Background: an optimization exercise with open tools, aiming at small area, a short achievable clock period and few clock cycles. Do not read the settings as production practice.
The RTL was checked by simulation tests, not by an equivalence proof against the original design.
Power is estimated from default activity; no workload was simulated.

==> trial 97 <==
## frb_coder
module frb_coder (
    input  wire        clk,
    input  wire        rst,
    input  wire        cmd_valid,
    output wire        cmd_ready,
    input  wire        cmd_mode,       
    input  wire [12:0] cmd_nwords,     
    input  wire        in_valid,
    output wire        in_ready,
    input  wire [63:0] in_data,
    output wire        out_valid,
    input  wire        out_ready,
    output wire [63:0] out_data,
    output wire        out_last
);
  reg         mode40;
  reg  [12:0] nwords;
  reg  [12:0] acnt_q;       
  reg         if_d, cf_d;   
  reg         wl;           
  reg         in_rdy, cmd_rdy;
  reg         d_v, d_chan, d_m40, d_hdr, d_last;
  reg  [59:0] d_d;          
  reg         c_v, c_m40, c_hdr, c_last, c_ehit;
  reg  [47:0] c_code;       
  reg  [15:0] c_tot;
  reg  [6:0]  c_chi;        
  reg  [2:0]  po;           
  reg  [55:0] pa;           
  reg         fl;           
  reg         o_v, o_l, o2_v, o2_l;
  reg  [63:0] o_w, o2_w;
  wire [2:0] c_w8   = c_m40 ? 3'd5 : 3'd6;
  wire [3:0] po_sum = {1'b0, po} + {1'b0, c_w8};
  wire       c_cmp  = po_sum[3];                  
  wire       c_need = c_hdr | c_cmp;              
  wire       c_go   = c_v & ~fl & (~c_need | ~o2_v);
  wire       f_go   = fl & ~o2_v;
  wire       push   = f_go | (c_go & c_need);
  wire [9:0]  tot_c;
  frb_tot_lo u_tot_lo (.tot(c_tot), .chi(c_chi), .code(tot_c));
  wire [9:0]  tc     = c_ehit ? tot_c : 10'd0;
  wire [47:0] c_full = c_code | (c_m40 ? {24'd0, tc, 14'd0} : {31'd0, tc, 7'd0});
  wire [63:0]  c64 = {c_full, 16'd0};
  wire [127:0] c2  = {c64, c64} >> {po, 3'd0};
  wire [63:0]  rot = c2[63:0];
  wire [63:0]  msk = ~(64'hFFFF_FFFF_FFFF_FFFF >> {po, 3'd0});
  wire [63:0]  pa64 = {pa, 8'd0};
  wire [12:0] acnt = cf_d ? 13'd0 : acnt_q + {12'd0, if_d};
  wire [6:0]  blk    = acnt[12:6];
  wire [6:0]  bcount = (nwords[12:6] != blk) ? 7'd64 : {1'b0, nwords[5:0]};
  wire [63:0] header = {(c_m40 ? 2'b10 : 2'b01), bcount, blk, blk, 6'd0, 35'd0};
  wire [63:0] nw   = fl    ? pa64
                   : c_hdr ? header
                   :         (pa64 | (rot & ~msk));
  wire        nw_l = fl | (c_last & (po_sum[2:0] == 3'd0));
  wire [2:0]  po_n = c_go ? (c_hdr ? c_w8 : po_sum[2:0]) : f_go ? 3'd0 : po;
  wire        fl_n = c_go ? (c_last & (po_sum[2:0] != 3'd0)) : f_go ? 1'b0 : fl;
  ...
Settings: LEC_CHECK=0, CAP_MARGIN=20, CORE_MARGIN=2, CORE_UTILIZATION=35, CTS_CLUSTER_DIAMETER=100, CTS_CLUSTER_SIZE=20, GPL_TIMING_DRIVEN=0, SLEW_MARGIN=20, SYNTH_MEMORY_MAX_BITS=65536; clock period 45.0 ns.
standard.sh (not shown) runs the stock make flow with config.mk's settings and CLKGATE_MAP_FILE= SYNTH_SCRIPT=/design/flow/synth_recipe.tcl, a recipe that flattens the netlist after the stock synthesis.
==> flow/flow/run.sh <==
#!/bin/bash
# Layout flow: the standard synthesis, then its combinational logic mapped
# again by ABC with a stronger script (flip-flops, their names and cells kept),
# then the standard layout from floorplan to finish.
set -euo pipefail
W=$(pwd)
R=$W/orfs/results/$FLOW_PLATFORM/frb_coder/base
YOSYS=$FLOW_HOME/../tools/install/yosys/bin/yosys
LIB=$FLOW_HOME/platforms/$FLOW_PLATFORM/lib/sky130_fd_sc_hd__tt_025C_1v80.lib

bash standard.sh synth > $W/std_synth.log 2>&1
cp $R/1_2_yosys.v $W/std_1_2_yosys.v
if IN=$W/std_1_2_yosys.v OUT=$W/resyn.v LIB=$LIB SCRIPT=$W/flow/resyn.abc \
   $YOSYS -c $W/flow/resyn.tcl > $W/resyn.log 2>&1; then
  cp $W/resyn.v $R/1_2_yosys.v
  rm -f $R/1_synth.odb $R/1_synth.sdc
else
  echo "resynthesis failed, keeping the standard netlist" >> $W/resyn.log
fi
bash standard.sh BUFFER_PORTS_ARGS="-buffer_cell sky130_fd_sc_hd__buf_2" SETUP_SLACK_MARGIN=35.2 finish > $W/std_finish.log 2>&1
==> flow/flow/resyn.abc <==
strash
dc2
balance
rewrite
refactor
balance
rewrite
rewrite -z
balance
refactor -z
rewrite -z
balance
dc2
dch -f
map -D 5000
topo
buffer -c -N 12
upsize -c -D 5000
dnsize -c -D 5000
==> flow/flow/resyn.tcl <==
# Maps the combinational logic of the standard synthesis's netlist again with
# ABC (flip-flop and tie cell instances kept as they are).
# Environment: IN (netlist), OUT, LIB (liberty), SCRIPT (ABC script).
set lib $::env(LIB)
set dont_use {}
set fh [open $lib r]
foreach line [split [read $fh] "\n"] {
  if {[regexp {^\s*cell\s*\(\s*"?([A-Za-z0-9_]+)"?\s*\)} $line -> name]} {
    if {[string match *lpflow* $name] || [string match *probe* $name]} {
      lappend dont_use -dont_use $name
    }
  }
}
close $fh
yosys read_liberty -ignore_miss_func $lib
yosys read_verilog -defer $::env(IN)
yosys hierarchy -top frb_coder
yosys setattr -mod -set keep_hierarchy 1 sky130_fd_sc_hd__df* sky130_fd_sc_hd__edf* sky130_fd_sc_hd__sdf* sky130_fd_sc_hd__conb_1
yosys flatten
yosys opt_clean -purge frb_coder
yosys abc -liberty $lib {*}$dont_use -script $::env(SCRIPT) frb_coder
yosys opt_clean -purge frb_coder
yosys insbuf -buf sky130_fd_sc_hd__buf_4 A X
yosys check
yosys tee -o $::env(OUT).stat stat -liberty $lib
yosys blackbox sky130_fd_sc_hd__*
yosys write_verilog -noattr -nohex -nodec $::env(OUT)
==> build 79 (differences from trial 97) <==
==> flow/flow/resyn.abc (replaced) <==
strash
dc2
balance
rewrite
refactor
balance
rewrite
rewrite -z
balance
refactor -z
rewrite -z
balance
dc2
dch -f
map -D 6000
topo
buffer -c -N 12
upsize -c -D 6000
dnsize -c -D 6000
- CORE_UTILIZATION: 35 -> 40
==> flow_metrics.py <==
metrics = {
    "detailed_routing": {
        "route.met3.wl_um": 25300,
    },
    "worst_hold_path": {
        "worst_hold_path.endpoint": "d_m40",
    },
    "cells_and_area": {
        "fillerInstances": 6410,
        "multi_input_comb_cells": 2724,
        "design_area_mm2": 0.0295,
    },
    "cts": {
        "ctsResizeCount": 16,
    },
    "synth": {
        "syn_avg_cell_area_um2": 7.16,
        "synthesis.nets": 3707,
    },
    "worst_setup_path": {
        "cpPeakStageDelay_ns": 0.43,
        "worstReg2RegEnd": "o_w[23]",
    },
    "outcome": {
        "outcome": "timing/DRC/antenna clean",
    },
    "pwr": {
        "ir_drop_uv": 37.5,
    },
}
That was build 79.
==> flow_metrics.py <==
metrics = {
    "synth": {
        "syn_avg_cell_area_um2": 7.20,
        "synthesis.nets": 3698,
    },
    "cts": {
        "cts_sinks": 356,
        "cts_hold_buf": 0,
    },
    "cells_and_area": {
        "design_area_mm2": 0.0295,
        "final_nets": 3917,
    },
    "pwr": {
        "ir_drop_uv": 33.7,
    },
    "outcome": {
        "outcome": "timing/DRC/antenna clean",
    },
    "detailed_routing": {
        "route.met3.wl_um": 22300,
    },
    "worst_hold_path": {
        "worst_hold_path.endpoint": "c_last",
    },
    "sta": {
        "rsz0062_at_grt": "true",
    },
    "worst_setup_path": {
        "crit_cells": 1,
        "worstReg2RegEnd": "o_w[24]",
        "cpPeakStageDelay_ns": 0.39,
    },
}
That was trial 97.
Testbench counts of trial 97, summed over its fixed seeds: cycles 62,280.
Testbench counts of build 79, summed over its fixed seeds: cycles 62,280.

-- what the ideal ports hide --
Ports are ideal in the flow. The routed layouts listed here were re-timed in OpenROAD. Step 1 assumes that a clkbuf_16 drives the clock port and a buf_2 every other input. Step 2 moves the port delays by t, midway between the first and last clock arrival at a register: inputs arrive t later, outputs are due t later. That takes back most of the time a late clock gives input paths. Slacks: ideal ports / drivers / drivers and shift; pairs: ideal ports / drivers.
run | shift t [ns] | setup slack, ns | worst setup path after step 2 | slew at the worst register clock pin (ns) | cell pins on the clock port's net
trial 97 | 0.648 | 34.840 / 34.774 / 34.750 | input to register | 0.10 / 0.10 | 1
build 79 | 0.637 | 34.826 / 34.770 / 34.773 | input to register | 0.09 / 0.09 | 1
After both steps setup and hold are still met in every run listed. For trial 97, which loses most, drivers alone change the setup slack by -0.066 ns; drivers and shift together by -0.090 ns.
